Background: an optimization exercise with open tools, aiming at small area, a short achievable clock period and few clock cycles per item. Do not read the settings as production practice. Where RTL was checked, it was by simulation tests only, not by an equivalence proof against the original. For run 2, only the layout was checked, not whether the RTL still works.

File: design.v
module cz_rca #(
    parameter N = 8
) (
    input  [N-1:0] a,
    input  [N-1:0] b,
    input          ci,
    output [N-1:0] s,
    output         co
);
    wire [N:0] c;
    assign c[0] = ci;
    genvar i;
    generate
        for (i = 0; i < N; i = i + 1) begin : g_bit
            assign s[i]   = a[i] ^ b[i] ^ c[i];
            assign c[i+1] = (a[i] & b[i]) | (c[i] & (a[i] ^ b[i]));
        end
    endgenerate
    assign co = c[N];
endmodule
module cz_add #(
    parameter N = 8
) (
    input  [N-1:0] a,
    input  [N-1:0] b,
    input          ci,
    output [N-1:0] s,
    output         co
);
    localparam L = (N <= 2) ? 1 : (N <= 4) ? 2 : (N <= 8) ? 3 : (N <= 16) ? 4 :
                   (N <= 32) ? 5 : (N <= 64) ? 6 : 7;
    wire [N-1:0] p = a ^ b;
    wire [N*(L+1)-1:0] gv;
    wire [N*(L+1)-1:0] pv;
    assign gv[N-1:0] = a & b;
    assign pv[N-1:0] = p;
    genvar l, i;
    generate
        for (l = 0; l < L; l = l + 1) begin : g_lvl
            for (i = 0; i < N; i = i + 1) begin : g_bit
                if ((i >> l) & 1) begin : g_op
                    assign gv[(l+1)*N+i] = gv[l*N+i] | (pv[l*N+i] & gv[l*N+((i >> l) << l)-1]);
                    assign pv[(l+1)*N+i] = pv[l*N+i] & pv[l*N+((i >> l) << l)-1];
                end else begin : g_pass
                    assign gv[(l+1)*N+i] = gv[l*N+i];
                    assign pv[(l+1)*N+i] = pv[l*N+i];
                end
            end
        end
    endgenerate
    wire [N-1:0] c = gv[L*N+N-1:L*N] | (pv[L*N+N-1:L*N] & {N{ci}});
    assign s  = p ^ {c[N-2:0], ci};
    assign co = c[N-1];
endmodule
module cz_por #(
    parameter N = 8
) (
    input  [N-1:0] x,
    output [N-1:0] p
);
    localparam L = (N <= 2) ? 1 : (N <= 4) ? 2 : (N <= 8) ? 3 : (N <= 16) ? 4 :
                   (N <= 32) ? 5 : (N <= 64) ? 6 : 7;
    wire [N*(L+1)-1:0] v;
    assign v[N-1:0] = x;
    genvar l, i;
    generate
        for (l = 0; l < L; l = l + 1) begin : g_lvl
            for (i = 0; i < N; i = i + 1) begin : g_bit
                if ((i >> l) & 1) begin : g_op
                    assign v[(l+1)*N+i] = v[l*N+i] | v[l*N+((i >> l) << l)-1];
                end else begin : g_pass
                    assign v[(l+1)*N+i] = v[l*N+i];
                end
            end
        end
    endgenerate
    assign p = v[L*N+N-1:L*N];
endmodule
module cz_rnd24 #(
    parameter N = 40
) (
    input  [N-1:0] x,
    output [N:0]   y
);
    wire [N-1:0] xr, tr;
    genvar k;
    generate
        for (k = 0; k < N; k = k + 1) begin : g_rev
            assign xr[k] = x[N-1-k];
        end
    endgenerate
    cz_por #(.N(N)) u_t (.x(xr), .p(tr));
    wire [N+25:0] t;
    assign t[N+25:N] = 26'd0;
    generate
        for (k = 0; k < N; k = k + 1) begin : g_t
            assign t[k] = tr[N-1-k];
        end
    endgenerate
    wire [N-1:0] keep = ~t[N+23:24];                
    wire [N-1:0] lsb  = t[N+22:23] & ~t[N+23:24];   
    wire [N-1:0] rnd  = t[N+23:24] & ~t[N+24:25];   
    wire [N-1:0] stk  = t[N+24:25];                 
    wire up = (|(x & rnd)) & ((|(x & stk)) | (|(x & lsb)));
    wire [N-1:0] z = x | ~keep;
    wire [N-1:0] zn;
    wire [N-1:0] pa;
    cz_por #(.N(N)) u_c (.x(~z), .p(zn));
    assign pa = ~zn;                                 
    wire [N-1:0] c = {pa[N-2:0], 1'b1} & keep & {N{up}};
    assign y[N-1:0] = (x & keep) ^ c;
    assign y[N]     = up & pa[N-1];
endmodule
module cz_mul (
    input  [23:0] a,
    input  [15:0] b,
    input  [23:0] ex,       
    output [39:0] p
);
    wire [18:0] bx = {2'b00, b, 1'b0};
    wire [24:0] al = {a, 1'b0};           
    wire [224:0] pp;
    wire [8:0] ng;
    genvar j;
    generate
        for (j = 0; j < 9; j = j + 1) begin : g_row
            wire b2 = bx[2*j+2];
            wire b1 = bx[2*j+1];
            wire b0 = bx[2*j];
            wire one = b1 ^ b0;
            wire two = (b2 & ~b1 & ~b0) | (~b2 & b1 & b0);
            assign ng[j] = b2 & ~(b1 & b0);
            assign pp[j*25+24:j*25] = (({1'b0, a} & {25{one}}) | (al & {25{two}})) ^ {25{ng[j]}};
        end
    endgenerate
    wire s1, c2, s3, c4, s5, c6, s7, c8, s9, c10, s11, c12, s13, c14, s15, c16;
    wire s17, c18, s19, c20, s21, c22, s23, c24, s25, c26, s27, c28, s29, c30, s31, c32;
    wire s33, c34, s35, c36, s37, c38, s39, c40, s41, c42, s43, c44, s45, c46, s47, c48;
    wire s49, c50, s51, c52, s53, c54, s55, c56, s57, c58, s59, c60, s61, c62, s63, c64;
    wire s65, c66, s67, c68, s69, c70, s71, c72, s73, c74, s75, c76, s77, c78, s79, c80;
    wire s81, c82, s83, c84, s85, c86, s87, c88, s89, c90, s91, c92, s93, c94, s95, c96;
    wire s97, c98, s99, c100, s101, c102, s103, c104, s105, c106, s107, c108, s109, c110, s111, c112;
    wire s113, c114, s115, c116, s117, c118, s119, c120, s121, c122, s123, c124, s125, c126, s127, c128;
    wire s129, c130, s131, c132, s133, c134, s135, c136, s137, c138, s139, c140, s141, c142, s143, c144;
    wire s145, c146, s147, c148, s149, c150, s151, c152, s153, c154, s155, c156, s157, c158, s159, c160;
    wire s161, c162, s163, c164, s165, c166, s167, c168, s169, c170, s171, c172, s173, c174, s175, c176;
    wire s177, c178, s179, c180, s181, c182, s183, c184, s185, c186, s187, c188, s189, c190, s191, c192;
    wire s193, c194, s195, c196, s197, c198, s199, c200, s201, c202, s203, c204, s205, c206, s207, c208;
    wire s209, c210, s211, c212, s213, c214, s215, c216, s217, c218, s219, c220, s221, c222, s223, c224;
    wire s225, c226, s227, c228, s229, c230, s231, c232, s233, c234, s235, c236, s237, c238, s239, c240;
    wire s241, c242, s243, c244, s245, c246, s247, c248, s249, c250, s251, c252, s253, c254, s255, c256;
    wire s257, c258, s259, c260, s261, c262, s263, c264, s265, c266, s267, c268, s269, c270, s271, c272;
    wire s273, c274, s275, c276, s277, c278, s279, c280, s281, c282, s283, c284, s285, c286, s287, c288;
    wire s289, c290, s291, c292, s293, c294, s295, c296, s297, c298, s299, c300, s301, c302, s303, c304;
    wire s305, c306, s307, c308, s309, c310, s311, c312, s313, c314, s315, c316, s317, c318, s319, c320;
    wire s321, c322, s323, c324, s325, c326, s327, c328, s329, c330, s331, c332, s333, c334, s335, c336;
    wire s337, c338, s339, c340, s341, c342, s343, c344, s345, c346, s347, c348, s349, c350, s351, c352;
    wire s353, c354, s355, c356, s357, c358, s359, c360, s361, c362, s363, c364, s365, c366, s367, c368;
    wire s369, c370, s371, c372, s373, c374, s375, c376, s377, c378, s379, c380, s381, c382, s383, c384;
    wire s385, c386, s387, c388, s389, c390, s391, c392, s393, c394, s395, c396, s397, c398, s399, c400;
    wire s401, c402, s403, c404, s405, c406, s407, c408, s409, c410, s411, c412, s413, c414, s415, c416;
    wire s417, c418, s419, c420, s421, c422, s423, c424, s425, c426, s427, c428, s429, c430;
    assign s1 = pp[14] ^ pp[37];
    assign c2 = pp[14] & pp[37];
    assign s3 = pp[15] ^ pp[38];
    assign c4 = pp[15] & pp[38];
    assign s5 = pp[16] ^ pp[39] ^ pp[62];
    assign c6 = (pp[16] & pp[39]) | (pp[62] & (pp[16] ^ pp[39]));
    assign s7 = pp[17] ^ pp[40] ^ pp[63];
    assign c8 = (pp[17] & pp[40]) | (pp[63] & (pp[17] ^ pp[40]));
    assign s9 = pp[18] ^ pp[41] ^ pp[64];
    assign c10 = (pp[18] & pp[41]) | (pp[64] & (pp[18] ^ pp[41]));
    assign s11 = pp[19] ^ pp[42] ^ pp[65];
    assign c12 = (pp[19] & pp[42]) | (pp[65] & (pp[19] ^ pp[42]));
    assign s13 = pp[20] ^ pp[43] ^ pp[66];
    assign c14 = (pp[20] & pp[43]) | (pp[66] & (pp[20] ^ pp[43]));
    assign s15 = pp[21] ^ pp[44] ^ pp[67];
    assign c16 = (pp[21] & pp[44]) | (pp[67] & (pp[21] ^ pp[44]));
    assign s17 = pp[22] ^ pp[45] ^ pp[68];
    assign c18 = (pp[22] & pp[45]) | (pp[68] & (pp[22] ^ pp[45]));
    assign s19 = pp[23] ^ pp[46] ^ pp[69];
    assign c20 = (pp[23] & pp[46]) | (pp[69] & (pp[23] ^ pp[46]));
    assign s21 = pp[24] ^ pp[47];
    assign c22 = pp[24] & pp[47];
    assign s23 = pp[48] ^ pp[71] ^ pp[94];
    assign c24 = (pp[48] & pp[71]) | (pp[94] & (pp[48] ^ pp[71]));
    assign s25 = pp[49] ^ pp[72];
    assign c26 = pp[49] & pp[72];
    assign s27 = pp[8] ^ pp[31];
    assign c28 = pp[8] & pp[31];
    assign s29 = pp[9] ^ pp[32];
    assign c30 = pp[9] & pp[32];
    assign s31 = pp[10] ^ pp[33] ^ pp[56];
    assign c32 = (pp[10] & pp[33]) | (pp[56] & (pp[10] ^ pp[33]));
    assign s33 = pp[79] ^ pp[102];
    assign c34 = pp[79] & pp[102];
    assign s35 = pp[11] ^ pp[34] ^ pp[57];
    assign c36 = (pp[11] & pp[34]) | (pp[57] & (pp[11] ^ pp[34]));
    assign s37 = pp[80] ^ pp[103];
    assign c38 = pp[80] & pp[103];
    assign s39 = pp[12] ^ pp[35] ^ pp[58];
    assign c40 = (pp[12] & pp[35]) | (pp[58] & (pp[12] ^ pp[35]));
    assign s41 = pp[81] ^ pp[104] ^ pp[127];
    assign c42 = (pp[81] & pp[104]) | (pp[127] & (pp[81] ^ pp[104]));
    assign s43 = pp[150] ^ ng[6];
    assign c44 = pp[150] & ng[6];
    assign s45 = pp[13] ^ pp[36] ^ pp[59];
    assign c46 = (pp[13] & pp[36]) | (pp[59] & (pp[13] ^ pp[36]));
    assign s47 = pp[82] ^ pp[105] ^ pp[128];
    assign c48 = (pp[82] & pp[105]) | (pp[128] & (pp[82] ^ pp[105]));
    assign s49 = pp[151] ^ ex[13];
    assign c50 = pp[151] & ex[13];
    assign s51 = pp[60] ^ pp[83] ^ pp[106];
    assign c52 = (pp[60] & pp[83]) | (pp[106] & (pp[60] ^ pp[83]));
    assign s53 = pp[129] ^ pp[152] ^ pp[175];
    assign c54 = (pp[129] & pp[152]) | (pp[175] & (pp[129] ^ pp[152]));
    assign s55 = ng[7] ^ ex[14] ^ s1;
    assign c56 = (ng[7] & ex[14]) | (s1 & (ng[7] ^ ex[14]));
    assign s57 = pp[61] ^ pp[84] ^ pp[107];
    assign c58 = (pp[61] & pp[84]) | (pp[107] & (pp[61] ^ pp[84]));
    assign s59 = pp[130] ^ pp[153] ^ pp[176];
    assign c60 = (pp[130] & pp[153]) | (pp[176] & (pp[130] ^ pp[153]));
    assign s61 = ex[15] ^ s3 ^ c2;
    assign c62 = (ex[15] & s3) | (c2 & (ex[15] ^ s3));
    assign s63 = pp[85] ^ pp[108] ^ pp[131];
    assign c64 = (pp[85] & pp[108]) | (pp[131] & (pp[85] ^ pp[108]));
    assign s65 = pp[154] ^ pp[177] ^ pp[200];
    assign c66 = (pp[154] & pp[177]) | (pp[200] & (pp[154] ^ pp[177]));
    assign s67 = ex[16] ^ s5 ^ c4;
    assign c68 = (ex[16] & s5) | (c4 & (ex[16] ^ s5));
    assign s69 = pp[86] ^ pp[109] ^ pp[132];
    assign c70 = (pp[86] & pp[109]) | (pp[132] & (pp[86] ^ pp[109]));
    assign s71 = pp[155] ^ pp[178] ^ pp[201];
    assign c72 = (pp[155] & pp[178]) | (pp[201] & (pp[155] ^ pp[178]));
    assign s73 = ex[17] ^ s7 ^ c6;
    assign c74 = (ex[17] & s7) | (c6 & (ex[17] ^ s7));
    assign s75 = pp[87] ^ pp[110] ^ pp[133];
    assign c76 = (pp[87] & pp[110]) | (pp[133] & (pp[87] ^ pp[110]));
    assign s77 = pp[156] ^ pp[179] ^ pp[202];
    assign c78 = (pp[156] & pp[179]) | (pp[202] & (pp[156] ^ pp[179]));
    assign s79 = ex[18] ^ s9 ^ c8;
    assign c80 = (ex[18] & s9) | (c8 & (ex[18] ^ s9));
    assign s81 = pp[88] ^ pp[111] ^ pp[134];
    assign c82 = (pp[88] & pp[111]) | (pp[134] & (pp[88] ^ pp[111]));
    assign s83 = pp[157] ^ pp[180] ^ pp[203];
    assign c84 = (pp[157] & pp[180]) | (pp[203] & (pp[157] ^ pp[180]));
    assign s85 = ex[19] ^ s11 ^ c10;
    assign c86 = (ex[19] & s11) | (c10 & (ex[19] ^ s11));
    assign s87 = pp[89] ^ pp[112] ^ pp[135];
    assign c88 = (pp[89] & pp[112]) | (pp[135] & (pp[89] ^ pp[112]));
    assign s89 = pp[158] ^ pp[181] ^ pp[204];
    assign c90 = (pp[158] & pp[181]) | (pp[204] & (pp[158] ^ pp[181]));
    assign s91 = ex[20] ^ s13 ^ c12;
    assign c92 = (ex[20] & s13) | (c12 & (ex[20] ^ s13));
    assign s93 = pp[90] ^ pp[113] ^ pp[136];
    assign c94 = (pp[90] & pp[113]) | (pp[136] & (pp[90] ^ pp[113]));
    assign s95 = pp[159] ^ pp[182] ^ pp[205];
    assign c96 = (pp[159] & pp[182]) | (pp[205] & (pp[159] ^ pp[182]));
    assign s97 = ex[21] ^ s15 ^ c14;
    assign c98 = (ex[21] & s15) | (c14 & (ex[21] ^ s15));
    assign s99 = pp[91] ^ pp[114] ^ pp[137];
    assign c100 = (pp[91] & pp[114]) | (pp[137] & (pp[91] ^ pp[114]));
    assign s101 = pp[160] ^ pp[183] ^ pp[206];
    assign c102 = (pp[160] & pp[183]) | (pp[206] & (pp[160] ^ pp[183]));
    assign s103 = ex[22] ^ s17 ^ c16;
    assign c104 = (ex[22] & s17) | (c16 & (ex[22] ^ s17));
    assign s105 = pp[92] ^ pp[115] ^ pp[138];
    assign c106 = (pp[92] & pp[115]) | (pp[138] & (pp[92] ^ pp[115]));
    assign s107 = pp[161] ^ pp[184] ^ pp[207];
    assign c108 = (pp[161] & pp[184]) | (pp[207] & (pp[161] ^ pp[184]));
    assign s109 = ex[23] ^ s19 ^ c18;
    assign c110 = (ex[23] & s19) | (c18 & (ex[23] ^ s19));
    assign s111 = pp[70] ^ pp[93] ^ pp[116];
    assign c112 = (pp[70] & pp[93]) | (pp[116] & (pp[70] ^ pp[93]));
    assign s113 = pp[139] ^ pp[162] ^ pp[185];
    assign c114 = (pp[139] & pp[162]) | (pp[185] & (pp[139] ^ pp[162]));
    assign s115 = pp[208] ^ s21 ^ c20;
    assign c116 = (pp[208] & s21) | (c20 & (pp[208] ^ s21));
    assign s117 = pp[117] ^ pp[140] ^ pp[163];
    assign c118 = (pp[117] & pp[140]) | (pp[163] & (pp[117] ^ pp[140]));
    assign s119 = pp[186] ^ pp[209] ^ ~ng[0];
    assign c120 = (pp[186] & pp[209]) | (~ng[0] & (pp[186] ^ pp[209]));
    assign s121 = 1'b1 ^ s23 ^ c22;
    assign c122 = (1'b1 & s23) | (c22 & (1'b1 ^ s23));
    assign s123 = pp[95] ^ pp[118] ^ pp[141];
    assign c124 = (pp[95] & pp[118]) | (pp[141] & (pp[95] ^ pp[118]));
    assign s125 = pp[164] ^ pp[187] ^ pp[210];
    assign c126 = (pp[164] & pp[187]) | (pp[210] & (pp[164] ^ pp[187]));
    assign s127 = 1'b1 ^ s25 ^ c24;
    assign c128 = (1'b1 & s25) | (c24 & (1'b1 ^ s25));
    assign s129 = pp[73] ^ pp[96] ^ pp[119];
    assign c130 = (pp[73] & pp[96]) | (pp[119] & (pp[73] ^ pp[96]));
    assign s131 = pp[142] ^ pp[165] ^ pp[188];
    assign c132 = (pp[142] & pp[165]) | (pp[188] & (pp[142] ^ pp[165]));
    assign s133 = pp[211] ^ ~ng[1] ^ c26;
    assign c134 = (pp[211] & ~ng[1]) | (c26 & (pp[211] ^ ~ng[1]));
    assign s135 = pp[74] ^ pp[97] ^ pp[120];
    assign c136 = (pp[74] & pp[97]) | (pp[120] & (pp[74] ^ pp[97]));
    assign s137 = pp[143] ^ pp[166] ^ pp[189];
    assign c138 = (pp[143] & pp[166]) | (pp[189] & (pp[143] ^ pp[166]));
    assign s139 = pp[212] ^ 1'b1;
    assign c140 = pp[212] & 1'b1;
    assign s141 = pp[98] ^ pp[121] ^ pp[144];
    assign c142 = (pp[98] & pp[121]) | (pp[144] & (pp[98] ^ pp[121]));
    assign s143 = pp[167] ^ pp[190] ^ pp[213];
    assign c144 = (pp[167] & pp[190]) | (pp[213] & (pp[167] ^ pp[190]));
    assign s145 = pp[99] ^ pp[122] ^ pp[145];
    assign c146 = (pp[99] & pp[122]) | (pp[145] & (pp[99] ^ pp[122]));
    assign s147 = pp[168] ^ pp[191];
    assign c148 = pp[168] & pp[191];
    assign s149 = pp[123] ^ pp[146] ^ pp[169];
    assign c150 = (pp[123] & pp[146]) | (pp[169] & (pp[123] ^ pp[146]));
    assign s151 = pp[124] ^ pp[147];
    assign c152 = pp[124] & pp[147];
    assign s153 = pp[4] ^ pp[27];
    assign c154 = pp[4] & pp[27];
    assign s155 = pp[5] ^ pp[28];
    assign c156 = pp[5] & pp[28];
    assign s157 = pp[6] ^ pp[29] ^ pp[52];
    assign c158 = (pp[6] & pp[29]) | (pp[52] & (pp[6] ^ pp[29]));
    assign s159 = pp[75] ^ ng[3];
    assign c160 = pp[75] & ng[3];
    assign s161 = pp[7] ^ pp[30] ^ pp[53];
    assign c162 = (pp[7] & pp[30]) | (pp[53] & (pp[7] ^ pp[30]));
    assign s163 = pp[76] ^ ex[7];
    assign c164 = pp[76] & ex[7];
    assign s165 = pp[54] ^ pp[77] ^ pp[100];
    assign c166 = (pp[54] & pp[77]) | (pp[100] & (pp[54] ^ pp[77]));
    assign s167 = ng[4] ^ ex[8] ^ s27;
    assign c168 = (ng[4] & ex[8]) | (s27 & (ng[4] ^ ex[8]));
    assign s169 = pp[55] ^ pp[78] ^ pp[101];
    assign c170 = (pp[55] & pp[78]) | (pp[101] & (pp[55] ^ pp[78]));
    assign s171 = ex[9] ^ s29 ^ c28;
    assign c172 = (ex[9] & s29) | (c28 & (ex[9] ^ s29));
    assign s173 = pp[125] ^ ng[5] ^ ex[10];
    assign c174 = (pp[125] & ng[5]) | (ex[10] & (pp[125] ^ ng[5]));
    assign s175 = s31 ^ s33 ^ c30;
    assign c176 = (s31 & s33) | (c30 & (s31 ^ s33));
    assign s177 = pp[126] ^ ex[11] ^ s35;
    assign c178 = (pp[126] & ex[11]) | (s35 & (pp[126] ^ ex[11]));
    assign s179 = s37 ^ c32 ^ c34;
    assign c180 = (s37 & c32) | (c34 & (s37 ^ c32));
    assign s181 = ex[12] ^ s39 ^ s41;
    assign c182 = (ex[12] & s39) | (s41 & (ex[12] ^ s39));
    assign s183 = s43 ^ c36 ^ c38;
    assign c184 = (s43 & c36) | (c38 & (s43 ^ c36));
    assign s185 = s45 ^ s47 ^ s49;
    assign c186 = (s45 & s47) | (s49 & (s45 ^ s47));
    assign s187 = c40 ^ c42 ^ c44;
    assign c188 = (c40 & c42) | (c44 & (c40 ^ c42));
    assign s189 = s51 ^ s53 ^ s55;
    assign c190 = (s51 & s53) | (s55 & (s51 ^ s53));
    assign s191 = c46 ^ c48 ^ c50;
    assign c192 = (c46 & c48) | (c50 & (c46 ^ c48));
    assign s193 = s57 ^ s59 ^ s61;
    assign c194 = (s57 & s59) | (s61 & (s57 ^ s59));
    assign s195 = c52 ^ c54 ^ c56;
    assign c196 = (c52 & c54) | (c56 & (c52 ^ c54));
    assign s197 = s63 ^ s65 ^ s67;
    assign c198 = (s63 & s65) | (s67 & (s63 ^ s65));
    assign s199 = c58 ^ c60 ^ c62;
    assign c200 = (c58 & c60) | (c62 & (c58 ^ c60));
    assign s201 = s69 ^ s71 ^ s73;
    assign c202 = (s69 & s71) | (s73 & (s69 ^ s71));
    assign s203 = c64 ^ c66 ^ c68;
    assign c204 = (c64 & c66) | (c68 & (c64 ^ c66));
    assign s205 = s75 ^ s77 ^ s79;
    assign c206 = (s75 & s77) | (s79 & (s75 ^ s77));
    assign s207 = c70 ^ c72 ^ c74;
    assign c208 = (c70 & c72) | (c74 & (c70 ^ c72));
    assign s209 = s81 ^ s83 ^ s85;
    assign c210 = (s81 & s83) | (s85 & (s81 ^ s83));
    assign s211 = c76 ^ c78 ^ c80;
    assign c212 = (c76 & c78) | (c80 & (c76 ^ c78));
    assign s213 = s87 ^ s89 ^ s91;
    assign c214 = (s87 & s89) | (s91 & (s87 ^ s89));
    assign s215 = c82 ^ c84 ^ c86;
    assign c216 = (c82 & c84) | (c86 & (c82 ^ c84));
    assign s217 = s93 ^ s95 ^ s97;
    assign c218 = (s93 & s95) | (s97 & (s93 ^ s95));
    assign s219 = c88 ^ c90 ^ c92;
    assign c220 = (c88 & c90) | (c92 & (c88 ^ c90));
    assign s221 = s99 ^ s101 ^ s103;
    assign c222 = (s99 & s101) | (s103 & (s99 ^ s101));
    assign s223 = c94 ^ c96 ^ c98;
    assign c224 = (c94 & c96) | (c98 & (c94 ^ c96));
    assign s225 = s105 ^ s107 ^ s109;
    assign c226 = (s105 & s107) | (s109 & (s105 ^ s107));
    assign s227 = c100 ^ c102 ^ c104;
    assign c228 = (c100 & c102) | (c104 & (c100 ^ c102));
    assign s229 = s111 ^ s113 ^ s115;
    assign c230 = (s111 & s113) | (s115 & (s111 ^ s113));
    assign s231 = c106 ^ c108 ^ c110;
    assign c232 = (c106 & c108) | (c110 & (c106 ^ c108));
    assign s233 = s117 ^ s119 ^ s121;
    assign c234 = (s117 & s119) | (s121 & (s117 ^ s119));
    assign s235 = c112 ^ c114 ^ c116;
    assign c236 = (c112 & c114) | (c116 & (c112 ^ c114));
    assign s237 = s123 ^ s125 ^ s127;
    assign c238 = (s123 & s125) | (s127 & (s123 ^ s125));
    assign s239 = c118 ^ c120 ^ c122;
    assign c240 = (c118 & c120) | (c122 & (c118 ^ c120));
    assign s241 = s129 ^ s131 ^ s133;
    assign c242 = (s129 & s131) | (s133 & (s129 ^ s131));
    assign s243 = c124 ^ c126 ^ c128;
    assign c244 = (c124 & c126) | (c128 & (c124 ^ c126));
    assign s245 = s135 ^ s137 ^ s139;
    assign c246 = (s135 & s137) | (s139 & (s135 ^ s137));
    assign s247 = c130 ^ c132 ^ c134;
    assign c248 = (c130 & c132) | (c134 & (c130 ^ c132));
    assign s249 = ~ng[2] ^ s141 ^ s143;
    assign c250 = (~ng[2] & s141) | (s143 & (~ng[2] ^ s141));
    assign s251 = c136 ^ c138 ^ c140;
    assign c252 = (c136 & c138) | (c140 & (c136 ^ c138));
    assign s253 = pp[214] ^ 1'b1 ^ s145;
    assign c254 = (pp[214] & 1'b1) | (s145 & (pp[214] ^ 1'b1));
    assign s255 = s147 ^ c142 ^ c144;
    assign c256 = (s147 & c142) | (c144 & (s147 ^ c142));
    assign s257 = pp[192] ^ pp[215] ^ ~ng[3];
    assign c258 = (pp[192] & pp[215]) | (~ng[3] & (pp[192] ^ pp[215]));
    assign s259 = s149 ^ c146 ^ c148;
    assign c260 = (s149 & c146) | (c148 & (s149 ^ c146));
    assign s261 = pp[170] ^ pp[193] ^ pp[216];
    assign c262 = (pp[170] & pp[193]) | (pp[216] & (pp[170] ^ pp[193]));
    assign s263 = 1'b1 ^ s151 ^ c150;
    assign c264 = (1'b1 & s151) | (c150 & (1'b1 ^ s151));
    assign s265 = pp[148] ^ pp[171] ^ pp[194];
    assign c266 = (pp[148] & pp[171]) | (pp[194] & (pp[148] ^ pp[171]));
    assign s267 = pp[217] ^ ~ng[4] ^ c152;
    assign c268 = (pp[217] & ~ng[4]) | (c152 & (pp[217] ^ ~ng[4]));
    assign s269 = pp[149] ^ pp[172] ^ pp[195];
    assign c270 = (pp[149] & pp[172]) | (pp[195] & (pp[149] ^ pp[172]));
    assign s271 = pp[218] ^ 1'b1;
    assign c272 = pp[218] & 1'b1;
    assign s273 = pp[173] ^ pp[196] ^ pp[219];
    assign c274 = (pp[173] & pp[196]) | (pp[219] & (pp[173] ^ pp[196]));
    assign s275 = pp[174] ^ pp[197];
    assign c276 = pp[174] & pp[197];
    assign s277 = pp[2] ^ pp[25];
    assign c278 = pp[2] & pp[25];
    assign s279 = pp[3] ^ pp[26];
    assign c280 = pp[3] & pp[26];
    assign s281 = pp[50] ^ ng[2] ^ ex[4];
    assign c282 = (pp[50] & ng[2]) | (ex[4] & (pp[50] ^ ng[2]));
    assign s283 = pp[51] ^ ex[5] ^ s155;
    assign c284 = (pp[51] & ex[5]) | (s155 & (pp[51] ^ ex[5]));
    assign s285 = ex[6] ^ s157 ^ s159;
    assign c286 = (ex[6] & s157) | (s159 & (ex[6] ^ s157));
    assign s287 = s161 ^ s163 ^ c158;
    assign c288 = (s161 & s163) | (c158 & (s161 ^ s163));
    assign s289 = s165 ^ s167 ^ c162;
    assign c290 = (s165 & s167) | (c162 & (s165 ^ s167));
    assign s291 = s169 ^ s171 ^ c166;
    assign c292 = (s169 & s171) | (c166 & (s169 ^ s171));
    assign s293 = s173 ^ s175 ^ c170;
    assign c294 = (s173 & s175) | (c170 & (s173 ^ s175));
    assign s295 = s177 ^ s179 ^ c174;
    assign c296 = (s177 & s179) | (c174 & (s177 ^ s179));
    assign s297 = s181 ^ s183 ^ c178;
    assign c298 = (s181 & s183) | (c178 & (s181 ^ s183));
    assign s299 = s185 ^ s187 ^ c182;
    assign c300 = (s185 & s187) | (c182 & (s185 ^ s187));
    assign s301 = s189 ^ s191 ^ c186;
    assign c302 = (s189 & s191) | (c186 & (s189 ^ s191));
    assign s303 = s193 ^ s195 ^ c190;
    assign c304 = (s193 & s195) | (c190 & (s193 ^ s195));
    assign s305 = s197 ^ s199 ^ c194;
    assign c306 = (s197 & s199) | (c194 & (s197 ^ s199));
    assign s307 = s201 ^ s203 ^ c198;
    assign c308 = (s201 & s203) | (c198 & (s201 ^ s203));
    assign s309 = s205 ^ s207 ^ c202;
    assign c310 = (s205 & s207) | (c202 & (s205 ^ s207));
    assign s311 = s209 ^ s211 ^ c206;
    assign c312 = (s209 & s211) | (c206 & (s209 ^ s211));
    assign s313 = s213 ^ s215 ^ c210;
    assign c314 = (s213 & s215) | (c210 & (s213 ^ s215));
    assign s315 = s217 ^ s219 ^ c214;
    assign c316 = (s217 & s219) | (c214 & (s217 ^ s219));
    assign s317 = s221 ^ s223 ^ c218;
    assign c318 = (s221 & s223) | (c218 & (s221 ^ s223));
    assign s319 = s225 ^ s227 ^ c222;
    assign c320 = (s225 & s227) | (c222 & (s225 ^ s227));
    assign s321 = s229 ^ s231 ^ c226;
    assign c322 = (s229 & s231) | (c226 & (s229 ^ s231));
    assign s323 = s233 ^ s235 ^ c230;
    assign c324 = (s233 & s235) | (c230 & (s233 ^ s235));
    assign s325 = s237 ^ s239 ^ c234;
    assign c326 = (s237 & s239) | (c234 & (s237 ^ s239));
    assign s327 = s241 ^ s243 ^ c238;
    assign c328 = (s241 & s243) | (c238 & (s241 ^ s243));
    assign s329 = s245 ^ s247 ^ c242;
    assign c330 = (s245 & s247) | (c242 & (s245 ^ s247));
    assign s331 = s249 ^ s251 ^ c246;
    assign c332 = (s249 & s251) | (c246 & (s249 ^ s251));
    assign s333 = s253 ^ s255 ^ c250;
    assign c334 = (s253 & s255) | (c250 & (s253 ^ s255));
    assign s335 = s257 ^ s259 ^ c254;
    assign c336 = (s257 & s259) | (c254 & (s257 ^ s259));
    assign s337 = s261 ^ s263 ^ c258;
    assign c338 = (s261 & s263) | (c258 & (s261 ^ s263));
    assign s339 = s265 ^ s267 ^ c262;
    assign c340 = (s265 & s267) | (c262 & (s265 ^ s267));
    assign s341 = s269 ^ s271 ^ c266;
    assign c342 = (s269 & s271) | (c266 & (s269 ^ s271));
    assign s343 = ~ng[5] ^ s273 ^ c270;
    assign c344 = (~ng[5] & s273) | (c270 & (~ng[5] ^ s273));
    assign s345 = pp[220] ^ 1'b1 ^ s275;
    assign c346 = (pp[220] & 1'b1) | (s275 & (pp[220] ^ 1'b1));
    assign s347 = pp[198] ^ pp[221] ^ ~ng[6];
    assign c348 = (pp[198] & pp[221]) | (~ng[6] & (pp[198] ^ pp[221]));
    assign s349 = pp[199] ^ pp[222];
    assign c350 = pp[199] & pp[222];
    assign s351 = pp[0] ^ ng[0];
    assign c352 = pp[0] & ng[0];
    assign s353 = pp[1] ^ ex[1];
    assign c354 = pp[1] & ex[1];
    assign s355 = ng[1] ^ ex[2] ^ s277;
    assign c356 = (ng[1] & ex[2]) | (s277 & (ng[1] ^ ex[2]));
    assign s357 = ex[3] ^ s279 ^ c278;
    assign c358 = (ex[3] & s279) | (c278 & (ex[3] ^ s279));
    assign s359 = s153 ^ s281 ^ c280;
    assign c360 = (s153 & s281) | (c280 & (s153 ^ s281));
    assign s361 = c154 ^ s283 ^ c282;
    assign c362 = (c154 & s283) | (c282 & (c154 ^ s283));
    assign s363 = c156 ^ s285 ^ c284;
    assign c364 = (c156 & s285) | (c284 & (c156 ^ s285));
    assign s365 = c160 ^ s287 ^ c286;
    assign c366 = (c160 & s287) | (c286 & (c160 ^ s287));
    assign s367 = c164 ^ s289 ^ c288;
    assign c368 = (c164 & s289) | (c288 & (c164 ^ s289));
    assign s369 = c168 ^ s291 ^ c290;
    assign c370 = (c168 & s291) | (c290 & (c168 ^ s291));
    assign s371 = c172 ^ s293 ^ c292;
    assign c372 = (c172 & s293) | (c292 & (c172 ^ s293));
    assign s373 = c176 ^ s295 ^ c294;
    assign c374 = (c176 & s295) | (c294 & (c176 ^ s295));
    assign s375 = c180 ^ s297 ^ c296;
    assign c376 = (c180 & s297) | (c296 & (c180 ^ s297));
    assign s377 = c184 ^ s299 ^ c298;
    assign c378 = (c184 & s299) | (c298 & (c184 ^ s299));
    assign s379 = c188 ^ s301 ^ c300;
    assign c380 = (c188 & s301) | (c300 & (c188 ^ s301));
    assign s381 = c192 ^ s303 ^ c302;
    assign c382 = (c192 & s303) | (c302 & (c192 ^ s303));
    assign s383 = c196 ^ s305 ^ c304;
    assign c384 = (c196 & s305) | (c304 & (c196 ^ s305));
    assign s385 = c200 ^ s307 ^ c306;
    assign c386 = (c200 & s307) | (c306 & (c200 ^ s307));
    assign s387 = c204 ^ s309 ^ c308;
    assign c388 = (c204 & s309) | (c308 & (c204 ^ s309));
    assign s389 = c208 ^ s311 ^ c310;
    assign c390 = (c208 & s311) | (c310 & (c208 ^ s311));
    assign s391 = c212 ^ s313 ^ c312;
    assign c392 = (c212 & s313) | (c312 & (c212 ^ s313));
    assign s393 = c216 ^ s315 ^ c314;
    assign c394 = (c216 & s315) | (c314 & (c216 ^ s315));
    assign s395 = c220 ^ s317 ^ c316;
    assign c396 = (c220 & s317) | (c316 & (c220 ^ s317));
    assign s397 = c224 ^ s319 ^ c318;
    assign c398 = (c224 & s319) | (c318 & (c224 ^ s319));
    assign s399 = c228 ^ s321 ^ c320;
    assign c400 = (c228 & s321) | (c320 & (c228 ^ s321));
    assign s401 = c232 ^ s323 ^ c322;
    assign c402 = (c232 & s323) | (c322 & (c232 ^ s323));
    assign s403 = c236 ^ s325 ^ c324;
    assign c404 = (c236 & s325) | (c324 & (c236 ^ s325));
    assign s405 = c240 ^ s327 ^ c326;
    assign c406 = (c240 & s327) | (c326 & (c240 ^ s327));
    assign s407 = c244 ^ s329 ^ c328;
    assign c408 = (c244 & s329) | (c328 & (c244 ^ s329));
    assign s409 = c248 ^ s331 ^ c330;
    assign c410 = (c248 & s331) | (c330 & (c248 ^ s331));
    assign s411 = c252 ^ s333 ^ c332;
    assign c412 = (c252 & s333) | (c332 & (c252 ^ s333));
    assign s413 = c256 ^ s335 ^ c334;
    assign c414 = (c256 & s335) | (c334 & (c256 ^ s335));
    assign s415 = c260 ^ s337 ^ c336;
    assign c416 = (c260 & s337) | (c336 & (c260 ^ s337));
    assign s417 = c264 ^ s339 ^ c338;
    assign c418 = (c264 & s339) | (c338 & (c264 ^ s339));
    assign s419 = c268 ^ s341 ^ c340;
    assign c420 = (c268 & s341) | (c340 & (c268 ^ s341));
    assign s421 = c272 ^ s343 ^ c342;
    assign c422 = (c272 & s343) | (c342 & (c272 ^ s343));
    assign s423 = c274 ^ s345 ^ c344;
    assign c424 = (c274 & s345) | (c344 & (c274 ^ s345));
    assign s425 = c276 ^ s347 ^ c346;
    assign c426 = (c276 & s347) | (c346 & (c276 ^ s347));
    assign s427 = 1'b1 ^ s349 ^ c348;
    assign c428 = (1'b1 & s349) | (c348 & (1'b1 ^ s349));
    assign s429 = pp[223] ^ ~ng[7] ^ c350;
    assign c430 = (pp[223] & ~ng[7]) | (c350 & (pp[223] ^ ~ng[7]));
    wire [39:0] r0 = {s429, s427, s425, s423, s421, s419, s417, s415, s413, s411, s409, s407, s405, s403, s401, s399, s397, s395, s393, s391, s389, s387, s385, s383, s381, s379, s377, s375, s373, s371, s369, s367, s365, s363, s361, s359, s357, s355, s353, ex[0]};
    wire [39:0] r1 = {c428, c426, c424, c422, c420, c418, c416, c414, c412, c410, c408, c406, c404, c402, c400, c398, c396, c394, c392, c390, c388, c386, c384, c382, c380, c378, c376, c374, c372, c370, c368, c366, c364, c362, c360, c358, c356, c354, c352, s351};
    cz_add #(.N(40)) u_fin (.a(r0), .b(r1), .ci(1'b0), .s(p), .co());
endmodule
module cz_xstep (
    input  [30:0] d,
    input         ident,
    input         zero,        
    output [11:0] idx,
    output [23:0] op_a,
    output [7:0]  k
);
    wire [7:0]  e8 = d[30:23];
    wire [23:0] m  = {|e8, d[22:0]};
    reg [4:0] lz;
    integer n;
    always @* begin
        lz = 5'd0;
        for (n = 0; n < 24; n = n + 1)
            if (m[n]) lz = 5'd23 - n[4:0];
    end
    wire [23:0] mn = m << lz;
    wire [7:0]  eb = (e8 == 8'd0) ? 8'd1 : e8;
    wire [35:0] p;
    cz_rca #(.N(36)) u_p (.a({mn, 12'd0}), .b(~{12'd0, mn}), .ci(1'b1), .s(p), .co());
    wire        h    = p[35];
    wire [23:0] xraw = h ? p[35:12] : p[34:11];
    wire        rb   = h ? p[11] : p[10];
    wire        st   = h ? (|p[10:0]) : (|p[9:0]);
    wire        up   = rb & (st | xraw[0]);
    wire [24:0] xs;
    cz_rca #(.N(24)) u_xs (.a(xraw), .b(24'd0), .ci(up), .s(xs[23:0]), .co(xs[24]));
    wire        cy   = xs[24];
    wire [23:0] xm   = cy ? 24'h800000 : xs[23:0];
    wire [8:0]  gp;
    cz_rca #(.N(9)) u_gp (.a({1'b0, eb}), .b({7'd0, h & cy, h ^ cy}), .ci(1'b0), .s(gp), .co());
    wire [9:0]  g;
    cz_rca #(.N(10)) u_g (.a({1'b0, gp}), .b(~{5'd0, lz}), .ci(1'b1), .s(g), .co());
    wire [9:0]  shw;                         
    cz_rca #(.N(10)) u_sh (.a(g), .b(~10'd116), .ci(1'b1), .s(shw), .co());
    wire        xge1 = !shw[9];
    wire        xg   = xge1 && !ident;
    wire [23:0] xsrc = zero ? 24'd0 : ident ? m : xm;
    wire [3:0]  sh   = xg ? shw[3:0] : 4'd0;
    wire [34:0] xf   = {11'd0, xsrc} << sh;
    wire [7:0]  kt;                          
    cz_rca #(.N(8)) u_kt (.a(8'd116), .b(~g[7:0]), .ci(1'b1), .s(kt), .co());
    assign idx  = xg ? xf[34:23] : 12'd0;
    assign op_a = {xf[23] && !xg, xf[22:0]};
    assign k    = ident ? {1'b0, ~eb[6:0]} : (xge1 ? 8'd0 : kt);
endmodule
module cz_mstep (
    input  [15:0] t0,
    input  [15:0] t1,
    input  [23:0] op_a,
    input         ident,
    output [39:0] r,
    output        sgn
);
    wire [15:0] d10;
    wire        ge;
    cz_add #(.N(16)) u_d (.a(t1), .b(~t0), .ci(1'b1), .s(d10), .co(ge));
    wire [15:0] b   = ident ? 16'hffff : (d10 ^ {16{!ge}});
    wire [23:0] ex  = op_a & {24{!ident && !ge}};
    wire [39:0] pm;
    cz_mul u_mul (.a(op_a), .b(b), .ex(ex), .p(pm));
    wire [40:0] rr;
    cz_rnd24 #(.N(40)) u_rnd (.x(pm), .y(rr));
    assign r   = rr[39:0];
    assign sgn = !ident && !ge;
endmodule
module cz_astep (
    input  [39:0] r,
    input         sgn,
    input  [15:0] t0,
    input  [7:0]  k,
    output [44:0] q,
    output        tiny,
    output [7:0]  ue
);
    wire [44:0] rs = {r, 5'd0};
    wire [45*7-1:0] sv;
    wire [6:0]      st;
    assign sv[44:0] = rs;
    assign st[0]    = 1'b0;
    genvar j;
    generate
        for (j = 0; j < 6; j = j + 1) begin : g_sh
            wire [44:0] cur = sv[j*45+44:j*45];
            assign sv[(j+1)*45+44:(j+1)*45] = k[j] ? (cur >> (1 << j)) : cur;
            assign st[j+1] = st[j] | (k[j] & (|cur[(1 << j)-1:0]));
        end
    endgenerate
    wire        big = |k[7:6];
    wire [44:0] a   = big ? 45'd0 : sv[6*45+44:6*45];
    wire        stk = big ? (|r) : st[6];
    wire [28:0] l29 = {a[27:0], stk};
    wire [28:0] lp;
    cz_por #(.N(29)) u_lo (.x(l29), .p(lp));
    wire [29:0] lo = {lp, 1'b0};
    wire [28:0] ln = l29 ^ ({29{sgn}} & lo[28:0]);
    wire [15:0] u;
    cz_add #(.N(16)) u_hi (.a(t0), .b(a[43:28] ^ {16{sgn}}), .ci(sgn & !lo[29]), .s(u), .co());
    wire [44:0] vx = {u, ln};
    wire [45:0] y;
    cz_rnd24 #(.N(45)) u_rnd (.x(vx), .y(y));
    assign tiny = (t0 == 16'd0) && stk;
    assign q    = tiny ? rs : y[44:0];
    wire [7:0]  uk;
    cz_rca #(.N(8)) u_uk (.a(8'd142), .b(~k), .ci(1'b1), .s(uk), .co());
    assign ue   = tiny ? uk : 8'd141;
endmodule
module cz_ostep (
    input  [44:0] q,
    input  [7:0]  ue,
    input         tiny,
    input  [3:0]  wc,      
    input  [4:0]  tau5,    
    output [31:0] yf,
    output [15:0] code
);
    reg [5:0] lzc;
    integer n;
    always @* begin
        lzc = 6'd45;
        for (n = 0; n < 45; n = n + 1)
            if (q[n]) lzc = 6'd44 - n[5:0];
    end
    wire [7:0]  el;                        
    wire        le;                        
    cz_rca #(.N(8)) u_el (.a(ue), .b(~{2'b00, lzc}), .ci(1'b1), .s(el), .co(le));
    wire [5:0]  sh  = le ? lzc : ue[5:0];
    wire [44:0] z   = q << sh;
    wire [7:0]  ex  = z[44] ? (el + 8'd1) : 8'd0;
    assign yf = {1'b0, ex, z[43:21]};
    wire [43:0] yq = q[44:1];
    wire [59:0] ys = {8'd0, yq, 8'd0} << wc;
    wire [59:0] am;
    cz_rca #(.N(60)) u_am (.a(ys), .b(~{16'd0, yq}), .ci(1'b1), .s(am), .co());
    wire [36:0] ap = am[59:23];            
    wire [21:0] s1;
    cz_rca #(.N(21)) u_s1 (.a(ap[36:16]), .b({5'd0, ap[15:0]}), .ci(1'b0), .s(s1[20:0]), .co(s1[21]));
    wire        c2;
    wire [15:0] s2_unused;
    cz_rca #(.N(16)) u_s2 (.a(s1[15:0]), .b({10'd0, s1[21:16]}), .ci(1'b1), .s(s2_unused), .co(c2));
    wire [6:0]  t3s;
    wire        t3c;
    cz_rca #(.N(6)) u_t3 (.a(s1[21:16]), .b({1'b0, tau5}), .ci(c2), .s(t3s[5:0]), .co(t3c));
    wire [20:0] t3 = {14'd0, t3c, t3s[5:0]};
    wire [20:0] sm;
    cz_rca #(.N(21)) u_sm (.a(ap[36:16]), .b(t3), .ci(1'b0), .s(sm), .co());
    assign code = tiny ? 16'd0 : sm[20:5];
endmodule
module cz_quant (
    input             clk,
    input             rst,           
    input             in_valid,
    output            in_ready,
    input      [31:0] in_d,          
    input             in_ident,      
    input       [2:0] in_table,      
    input       [4:0] in_width,      
    input       [2:0] in_dither,     
    input      [15:0] in_fn,         
    input       [2:0] in_word,       
    input      [19:0] in_entry,      
    input             in_zero,       
    output     [14:0] tbl_addr,      
    input      [15:0] tbl_data0,     
    input      [15:0] tbl_data1,     
    output reg        out_valid,
    input             out_ready,
    output reg [15:0] out_word,
    output reg [31:0] out_y          
);
    reg  sk_valid;
    reg  adv;            
    reg  rdy;            
    assign in_ready = rdy;
    localparam IW = 54;
    wire [IW-1:0] in_item = {in_d[30:0], in_ident, in_table, in_width[4], in_width[2:0],
                             in_dither, in_fn[3:0], in_word, in_entry[3:0], in_zero};
    reg           s1_valid;
    reg  [IW-1:0] s1_item;
    always @(posedge clk) begin
        if (rst)
            s1_valid <= 1'b0;
        else if (adv)
            s1_valid <= in_valid && rdy;
        if (adv)
            s1_item <= in_item;
    end
    wire [30:0] s1_d     = s1_item[53:23];
    wire        s1_ident = s1_item[22];
    wire  [2:0] s1_table = s1_item[21:19];
    wire  [3:0] s1_wc    = s1_item[18:15];
    wire  [2:0] s1_dith  = s1_item[14:12];
    wire  [3:0] s1_fn    = s1_item[11:8];
    wire  [2:0] s1_word  = s1_item[7:5];
    wire  [3:0] s1_entry = s1_item[4:1];
    wire        s1_zero  = s1_item[0];
    wire [11:0] x_idx;
    wire [23:0] x_opa;
    wire  [7:0] x_k;
    cz_xstep u_x (.d(s1_d), .ident(s1_ident), .zero(s1_zero), .idx(x_idx), .op_a(x_opa), .k(x_k));
    wire [3:0] v = s1_fn + {s1_word, 1'b0} + {1'b0, s1_word} + {s1_entry[1:0], 2'b00} + s1_entry;
    reg  [4:0] tau5;
    always @* begin
        case (s1_dith)
            3'd0:    tau5 = 5'b10000;
            3'd1:    tau5 = {v[0], 4'b1000};
            3'd2:    tau5 = {v[0], v[1], 3'b100};
            3'd3:    tau5 = {v[0], v[1], v[2], 2'b10};
            default: tau5 = {v[0], v[1], v[2], v[3], 1'b1};
        endcase
    end
    reg        s2_valid, s2_ident;
    reg  [2:0] s2_table;
    reg [11:0] s2_idx;
    reg [23:0] s2_opa;
    reg  [7:0] s2_k;
    reg  [3:0] s2_wc;
    reg  [4:0] s2_tau;
    always @(posedge clk) begin
        if (rst)
            s2_valid <= 1'b0;
        else if (adv)
            s2_valid <= s1_valid;
        if (adv) begin
            s2_ident <= s1_ident || s1_zero;
            s2_table <= s1_table;
            s2_idx   <= x_idx;
            s2_opa   <= x_opa;
            s2_k     <= x_k;
            s2_wc    <= s1_wc;
            s2_tau   <= tau5;
        end
    end
    assign tbl_addr = {s2_table, s2_idx};
    reg        s3_valid, s3_ident;
    reg [15:0] s3_t0, s3_t1;
    reg [23:0] s3_opa;
    reg  [7:0] s3_k;
    reg  [3:0] s3_wc;
    reg  [4:0] s3_tau;
    always @(posedge clk) begin
        if (rst)
            s3_valid <= 1'b0;
        else if (adv)
            s3_valid <= s2_valid;
        if (adv) begin
            s3_ident <= s2_ident;
            s3_t0    <= tbl_data0;
            s3_t1    <= tbl_data1;
            s3_opa   <= s2_opa;
            s3_k     <= s2_k;
            s3_wc    <= s2_wc;
            s3_tau   <= s2_tau;
        end
    end
    wire [39:0] m_r;
    wire        m_sgn;
    cz_mstep u_m (.t0(s3_t0), .t1(s3_t1), .op_a(s3_opa), .ident(s3_ident), .r(m_r), .sgn(m_sgn));
    wire [44:0] a_q;
    wire        a_tiny;
    wire  [7:0] a_ue;
    wire [15:0] m_t0 = s3_ident ? 16'd0 : s3_t0;
    cz_astep u_a (.r(m_r), .sgn(m_sgn), .t0(m_t0), .k(s3_k), .q(a_q), .tiny(a_tiny), .ue(a_ue));
    reg        s5_valid, s5_tiny;
    reg [44:0] s5_q;
    reg  [7:0] s5_ue;
    reg  [3:0] s5_wc;
    reg  [4:0] s5_tau;
    always @(posedge clk) begin
        if (rst)
            s5_valid <= 1'b0;
        else if (adv)
            s5_valid <= s3_valid;
        if (adv) begin
            s5_tiny <= a_tiny;
            s5_q    <= a_q;
            s5_ue   <= a_ue;
            s5_wc   <= s3_wc;
            s5_tau  <= s3_tau;
        end
    end
    wire [31:0] o_y;
    wire [15:0] o_code;
    cz_ostep u_o (.q(s5_q), .ue(s5_ue), .tiny(s5_tiny), .wc(s5_wc), .tau5(s5_tau),
                  .yf(o_y), .code(o_code));
    wire [15:0] w_word = o_code;
    wire [31:0] w_y    = o_y;
    wire        w_valid = adv && s5_valid;      
    wire        out_free = !out_valid || out_ready;
    wire        pend = sk_valid || w_valid;        
    wire        hold = out_valid && pend;          
    reg  [15:0] sk_word;
    reg  [31:0] sk_y;
    always @(posedge clk) begin
        if (rst) begin
            out_valid <= 1'b0;
            sk_valid  <= 1'b0;
            adv       <= 1'b1;
            rdy       <= 1'b0;
        end else begin
            out_valid <= pend || (out_valid && !out_ready);
            sk_valid  <= hold && !out_ready;
            adv       <= !hold || out_ready;
            rdy       <= !hold || out_ready;
        end
        if (out_free) begin
            out_word <= sk_valid ? sk_word : w_word;
            out_y    <= sk_valid ? sk_y : w_y;
        end
        if (!sk_valid) begin
            sk_word <= w_word;
            sk_y    <= w_y;
        end
    end
endmodule
File: flow/run.sh
#!/bin/bash
# The standard layout (standard.sh), with two changes:
# - ABC maps the synthesised logic with area-oriented mapping (amap, then
#   buffering and gate sizing; flow/abc_area.script) instead of ORFS's default
#   abc_area.script. Registers, their names and cell types are the standard
#   synthesis's, since ABC sees only combinational logic.
# - every input and output port still gets its own buffer, but a plain
#   sky130_fd_sc_hd__buf_1 instead of the delay cell buffer_ports picks.
set -euo pipefail
rm -rf scripts_area
cp -r "$FLOW_HOME/scripts" scripts_area
cp flow/abc_area.script scripts_area/abc_area.script
bash standard.sh finish SCRIPTS_DIR="$PWD/scripts_area" \
  BUFFER_PORTS_ARGS="-buffer_cell sky130_fd_sc_hd__buf_1" > layout.log 2>&1
File: flow/abc_area.script
strash
dch
amap
topo
stime -c
buffer -c
upsize -c
dnsize -c
File: standard.sh
#!/bin/bash
# synth_recipe.tcl (not shown) runs the flow's synth.tcl, then flattens the netlist and writes it again
# the make line also repeats each setting of config.mk as NAME=value (left out here)
make -C /OpenROAD-flow-scripts/flow DESIGN_CONFIG=/design/flow/config.mk WORK_HOME=/design/flow/orfs CLKGATE_MAP_FILE= SYNTH_SCRIPT=/design/flow/synth_recipe.tcl "${@:-finish}"
File: config.mk
export PLATFORM = sky130hd
export DESIGN_NAME = cz_quant
export DESIGN_NICKNAME = cz_quant
export VERILOG_FILES = /design/flow/design.v
export SDC_FILE = /design/flow/constraint.sdc
export NUM_CORES = 4
export LEC_CHECK = 0
export ABC_AREA = 1
export CAP_MARGIN = 20
export CORE_MARGIN = 2
export CORE_UTILIZATION = 60
export CTS_CLUSTER_SIZE = 40
export SLEW_MARGIN = 20
File: constraint.sdc
create_clock -name core_clock -period 140.0 [get_ports {clk}]
set_input_delay 28.0000 -clock core_clock [delete_from_list [all_inputs] [get_ports {clk}]]
set_output_delay 28.0000 -clock core_clock [all_outputs]
set_load 0.01 [all_outputs]
==> flow_summary.ini, run 1 <==
[sta]
max-slew-margin-rel_pct = 13.8
rsz0062_at_grt = false
min_period_ps = 29110
timing.fmax_mhz = 34.4
final-setup-viol-count = 0
skew_ps = 21.2
final_max_slew_viol_count = 0
tightest_slew_ps = 1280
fin_crit_sh_pct = 20.8
hold_viol = 0
fin_setup_tns_ps = 0

[floorplan]
rows = 93
core_um2 = 64300
fp.dieArea_um2 = 67000
die_x_um = 259
num_io_pins = 185
start_util_pct = 60.6
die_y_um = 259

[placed_design]
dpl.hpwl_um = 97700
gp_congestion = 1.01
placed_area_um2 = 40100
io_buffer_count = 154
placed_cells = 5576

[synth]
syn_avg_cell_area_um2 = 8.12
synth-async-reset-ratio_pct = 0
synthCells = 4803
syn-num-nets = 5418
synth_edf_count = 296
ys_types = 94
synth_warnings = 3
ys_seq_elements = 352
synth_area_um2 = 39000
ys.flop_type = edfxtp_1
ys_seq_area_share_pct = 25.7

[clocking]
clk_latency_ps = 550
post_cts_buffers = 0
cts-resized-gates = 0
clk_path_buf_depth = 3
root_buffer = clkbuf_16
clock-sinks = 352
clk_pin_slew_ps = 70
htree_levels = 2
cts_tree = yes
hold_buffers = 0
cts_buffers = 35

[worst_setup_path]
slowest_delay_ps = 330
critPathCaptureType = output pin
worstPathMaxFanout = 1
path_cells = buf_1
cp-start-kind = flip-flop
critical_path_class = flip-flop to output pin
critPathRequiredTime_ps = 112000
critPathArrivalTime_ps = 1100
cp_slowest_cell = edfxtp_1
worst-path-buf-inv = 1
crit_family = flip-flops

[layout]
drive_above_1_share_pct = 5.89
fillers = 5606
diodes = 0
layout_common_cells = 647 x nor2_1, 516 x o22ai_1, 512 x inv_1
post-route-cell-area_um2 = 41500
layout.nets = 5377
synthToLayoutAreaGrowth_pct = 6.46
layout.cells.non_filler = 5643
multi_input_area_um2 = 25800
final_common_cell = nor2_1
seqCellArea_um2 = 10000

[route]
wl_um = 127000
drt_iter0_markers = 4835
drc = 0
drt-wirelength-per-cell_um = 22.5
drt_pass1_iterations = 8
vias = 37200
via_per_inst = 6.60
final_antenna_net_count = 0

[global_route]
grt_start_max_net_pins = 95
grt_use_total_pct = 37.0
first_global_vias = 33500
grt_overflow_total = 0
antenna_found_initial = 1
grt_pass1_wl_um = 194000

[flow_run]
cap_violations = 0

[outcome]
status = complete, no violations

[min_path]
min_path_type = flip-flop to flip-flop
## Yosys cell counts (22+ instances only)
master	number	area, µm²
a21oi_1	279	1400
fa_1	260	5200
o22a_1	282	2470
a31oi_1	28	175
nor3_1	93	465
nand3_1	37	185
dfxtp_1	56	1120
nor2_1	651	2440
o22ai_1	519	3250
a22o_1	23	201
nor4_1	28	175
ha_1	235	2940
or2_2	24	150
o21ai_0	286	1430
edfxtp_1	296	8890
or3_1	40	250
inv_2	28	105
o32ai_1	22	193
clkbuf_1	277	1040
clkinv_1	27	101
nand4_1	33	206
inv_1	515	1930
nand2_1	390	1460
## sequential cells by signal (all words and copies together), names as in the netlist, 5 cells and up
register  flops
out_word     16
out_y        32
s1_item      54
s2_idx       12
s2_k          8
s2_opa       24
s2_tau        5
s3_k          8
s3_opa       24
s3_t0        16
s3_t1        16
s3_tau        5
s5_q         45
s5_tau        5
s5_ue         8
sk_word      16
sk_y         32
## worst register-to-register path: cells and delay by family, from the launching register on
kind	cells	cell delay (ps)
flip-flops	1	370
AND/OR/NAND/NOR	46	9550
buffers and inverters	21	3910
adder cells (fa/ha/maj)	8	3570
AO/OA/AOI/OAI	33	8550
## area by class of cell
type,count,area share (%)
multi-input combinational,3572,62.1
sequential,352,24.1
inverter,574,5.21
timing repair buffer,227,2.90
tap,855,2.58
clock buffer,38,2.16
clock inverter,25,0.931
## logic make-up after synthesis
logic type | after synthesis | synth area share (%)
fa+ha+maj | 495 | 20.9
xor+xnor | 4 | 0.0899
buf+inv | 879 | 8.53
flops | 352 | 25.7
compound gates | 1685 | 29.0
simple gates | 1388 | 15.8
## metrics by stage
stage               util, %  setup slack (ps)  hold WS, ps
floorplan                 -            110340          400
global placement       62.3            110910          402
detailed placement     62.3            110850          405
CTS                    64.3            110870          413
global route           64.5            110840          421
finish                 64.5            110900          409
## path summary, 6_finish.rpt
kind         startpoint   endpoint  slack (ps)  cells past startpoint
max           out_y[27]  out_y[27]      110900                      1
min           s2_opa[7]  s3_opa[7]         410                      0
max reg2reg    s3_t0[1]   s5_q[30]      113740                    108
min reg2reg   s2_opa[7]  s3_opa[7]         410                      0
## routing by layer
layer,global-route usage (%),share of wire (%)
met5,0,0.0071
met1,53.4,42
met3,7.15,11
met2,56.3,44
met4,11.7,3.7
Testbench counts, summed over its fixed seeds: cycles 16,040, items 16,000.
==> inputs of run 2 (changes only) <==
--- a/design.v
+++ b/design.v
@@ -53,4 +53,41 @@
     assign co = c[N-1];
 endmodule
+module cz_addbk #(
+    parameter N = 8
+) (
+    input  [N-1:0] a,
+    input  [N-1:0] b,
+    input          ci,
+    output [N-1:0] s,
+    output         co
+);
+    localparam L = (N <= 2) ? 1 : (N <= 4) ? 2 : (N <= 8) ? 3 : (N <= 16) ? 4 :
+                   (N <= 32) ? 5 : (N <= 64) ? 6 : 7;
+    localparam NL = 2 * L - 1;
+    wire [N-1:0] p = a ^ b;
+    wire [N*(NL+1)-1:0] gv;
+    wire [N*(NL+1)-1:0] pv;
+    assign gv[N-1:0] = (a & b) | {{(N-1){1'b0}}, p[0] & ci};
+    assign pv[N-1:0] = p;
+    genvar v, i;
+    generate
+        for (v = 0; v < NL; v = v + 1) begin : g_lvl
+            localparam integer D  = (v < L) ? (1 << v) : (1 << (NL - 1 - v));
+            for (i = 0; i < N; i = i + 1) begin : g_bit
+                if ((v < L) ? (((i + 1) % (2 * D)) == 0)
+                            : ((((i + 1 - D) % (2 * D)) == 0) && (i >= 3 * D - 1))) begin : g_op
+                    assign gv[(v+1)*N+i] = gv[v*N+i] | (pv[v*N+i] & gv[v*N+i-D]);
+                    assign pv[(v+1)*N+i] = pv[v*N+i] & pv[v*N+i-D];
+                end else begin : g_pass
+                    assign gv[(v+1)*N+i] = gv[v*N+i];
+                    assign pv[(v+1)*N+i] = pv[v*N+i];
+                end
+            end
+        end
+    endgenerate
+    wire [N-1:0] c = gv[NL*N+N-1:NL*N];
+    assign s  = p ^ {c[N-2:0], ci};
+    assign co = c[N-1];
+endmodule
 module cz_por #(
     parameter N = 8
@@ -593,5 +630,5 @@
     wire [39:0] r0 = {s429, s427, s425, s423, s421, s419, s417, s415, s413, s411, s409, s407, s405, s403, s401, s399, s397, s395, s393, s391, s389, s387, s385, s383, s381, s379, s377, s375, s373, s371, s369, s367, s365, s363, s361, s359, s357, s355, s353, ex[0]};
     wire [39:0] r1 = {c428, c426, c424, c422, c420, c418, c416, c414, c412, c410, c408, c406, c404, c402, c400, c398, c396, c394, c392, c390, c388, c386, c384, c382, c380, c378, c376, c374, c372, c370, c368, c366, c364, c362, c360, c358, c356, c354, c352, s351};
-    cz_add #(.N(40)) u_fin (.a(r0), .b(r1), .ci(1'b0), .s(p), .co());
+    cz_addbk #(.N(40)) u_fin (.a(r0), .b(r1), .ci(1'b0), .s(p), .co());
 endmodule
 module cz_xstep (
--- a/config.mk
+++ b/config.mk
@@ -10,4 +10,3 @@
 export CORE_MARGIN = 2
 export CORE_UTILIZATION = 60
-export CTS_CLUSTER_SIZE = 40
 export SLEW_MARGIN = 20
==> run 2 against run 1 <==
  * Global-route usage down 1.5 points
  * Count of clock-buffer cells in the layout grew 8
  * Critical endpoint is now s5_q[43]
  * Register-to-register slack got worse by 3800 ps
==> flow_summary.ini, run 2 <==
[outcome]
status = complete, no violations

[sta]
timing.fmax_mhz = 33.3
max-slew-margin-rel_pct = 20.6
final-setup-viol-count = 0
fin_crit_sh_pct = 21.5
worst_slack_ps = 109930
worst_hold_slack_ps = 417
fin_setup_tns_ps = 0
rsz0062_at_grt = false
skew_ps = 43.8
min_period_ps = 30070
hold_viol = 0
final_max_slew_viol_count = 0
tightest_slew_ps = 1180

[flow_run]
cap_violations = 0

[synth]
synth-compound-area-share_pct = 28.4
ys_types = 89
synth_commonest_cells = 662 x nor2_1, 517 x o22ai_1, 512 x inv_1, 343 x nand2_1, 296 x edfxtp_1
synth_mux_area_share_pct = 0
synth_xor_area_share_pct = 0.177
synthCells = 4762
ys.flop_type = edfxtp_1
synth_top_family_by_area = compound AO/OA/AOI/OAI gates
netlist_top_cells_area = edfxtp_1 23%, fa_1 14%, o22ai_1 8.3%, ha_1 7.5%, nor2_1 6.4%
yosys.area.top_type = edfxtp_1
synth_area_um2 = 38900
synth.most_common_cell = nor2_1
ys_seq_elements = 352
yosys.area_share.simple_pct = 15.5
ys_seq_area_share_pct = 25.7
synth_top_area_share_pct = 22.8
synth_edf_count = 296
synth_warnings = 3
synth-async-reset-ratio_pct = 0
yosys.area_share.adder_pct = 21.6
syn-num-nets = 5390
syn_avg_cell_area_um2 = 8.17

[placed_design]
dpl.hpwl_um = 92200
placed_cells = 5526
pre_cts_slack_ps = 110700
io_buffer_count = 154
placed_area_um2 = 40000
gp_congestion = 1.03

[route]
drc = 0
vias = 36500
wl_um = 121000
drt-wirelength-per-cell_um = 21.6
final_antenna_net_count = 0
drt_iter0_markers = 4572
via_per_inst = 6.52
drt_pass1_iterations = 12

[layout]
fin_util_pct = 64.5
final_common_cell = nor2_1
synthToLayoutAreaGrowth_pct = 6.48
seqCellArea_um2 = 10000
layout_common_cells = 658 x nor2_1, 514 x o22ai_1, 510 x inv_1
fillers = 5701
multi_input_area_um2 = 25700
drive_above_1_share_pct = 5.88
largestRegisters = s1_item (54), s5_q (45)
layout.cells.non_filler = 5604
layout.nets = 5344
largest_reg_flops = 54
top_register = s1_item
post-route-cell-area_um2 = 41400

[clocking]
htree_levels = 2
clk_path_buf_depth = 3
cts_tree = yes
cts_buffers = 40
hold_buffers = 0
clock-sinks = 352
cts-resized-gates = 0
root_buffer = clkbuf_16
post_cts_buffers = 0
clk_pin_slew_ps = 60
clk_latency_ps = 600

[min_path]
min_path_type = flip-flop to flip-flop

[worst_setup_path]
worstPathMaxFanout = 49
crit_top_cell = inv_2
critPathCaptureType = flip-flop
critPathRequiredTime_ps = 140330
cp-start-kind = flip-flop
slowest_delay_ps = 690
critical_path_class = flip-flop to flip-flop
cp_slowest_cell = nor2_1
critPathArrivalTime_ps = 30410

[global_route]
grt_pass1_wl_um = 188000
first_global_vias = 33800
grt_overflow_total = 0
grt_use_total_pct = 35.6
antenna_found_initial = 1
grt_start_max_net_pins = 189

[floorplan]
start_util_pct = 60.6
die_y_um = 259
die_x_um = 259
fp.dieArea_um2 = 66900
num_io_pins = 185
rows = 93
core_um2 = 64200
==> run 2: changes by cell type after synthesis, moves of 8 or more <==
cell	before	now
nand2_1	390	343
o21ai_0	286	263
fa_1	260	274
a21oi_1	279	292
nor2_1	651	662
a221oi_1	19	10
a31oi_1	28	19
o21ai_1	7	15
==> run 2: worst paths after layout <==
kind                            startpoint   endpoint  slack, ps  cells after the start
worst max-delay path              s3_t0[1]   s5_q[43]     109930                    145
worst min register to register   s2_opa[0]  s3_opa[0]        420                      0
worst max register to register    s3_t0[1]   s5_q[43]     109930                    145
worst min-delay path             s2_opa[0]  s3_opa[0]        420                      0
==> run 2: per-layer routing <==
layer | vias to the layer above | GRT usage, % | routed length (µm)
li1 | 17300 | - | -
met1 | 17100 | 50.8 | 51200
met2 | 1817 | 54.5 | 53700
met3 | 302 | 5.97 | 11400
met4 | 0 | 13.2 | 4580
met5 | - | 0 | 0
==> run 2: final cells by class <==
cell class                      instances  share of cell area [%]
Antenna cell                            1                 0.00604
Tap cell                              855                    2.58
Timing Repair Buffer                  222                    2.77
Inverter                              572                    5.18
Sequential cell                       352                    24.2
Clock buffer                           46                    2.60
Multi-Input combinational cell       3528                    62.0
Clock inverter                         28                   0.707
==> run 2: kinds of logic after synthesis <==
kind of cell               count (synthesis)
adders and majority gates                508
DFF                                      352
xor gates and xnor gates                   7
buffers and inverters                    882
AOI/OAI and AO/OA                       1657
and+or+nand+nor                         1356
==> run 2: worst max-delay path: cells and delay by family (launching register included) <==
kind                     cells  cell delay (ps)
buffers and inverters       25             3100
AND/OR/NAND/NOR             64            12100
flip-flops                   1              360
AO/OA/AOI/OAI               49            11600
adder cells (fa/ha/maj)      7             2560

[port drivers added, routing unchanged]
The flow's constraints put no driver on any port. The routed layouts listed below were extracted and timed again, unchanged, in two steps. Step 1: set_driving_cell puts a clkbuf_16 on clk and a buf_2 on each other input, an assumption about the parent block. Step 2 adds t to the input delays and takes it off the output delays; t is the mean of the earliest and latest rising clock arrival at the registers after step 1. Input paths then give back, and output paths get back, about the clock's delay inside the block. Slacks: ideal / step 1 / step 2; pairs: ideal / step 1.
run	t (ns)	setup slack, ns	hold WS [ns]	worst data-port slew with drivers (ns)
run 1	0.599	110.895 / 110.838 / 110.758	0.409 / 0.409 / 0.409	0.09
run 2	0.645	109.926 / 109.926 / 109.926	0.417 / 0.417 / 0.417	0.08
After both steps setup and hold are still met in every run listed. The setup slack of run 1, which loses most, moves by -0.057 ns with the drivers and by -0.137 ns with both steps.
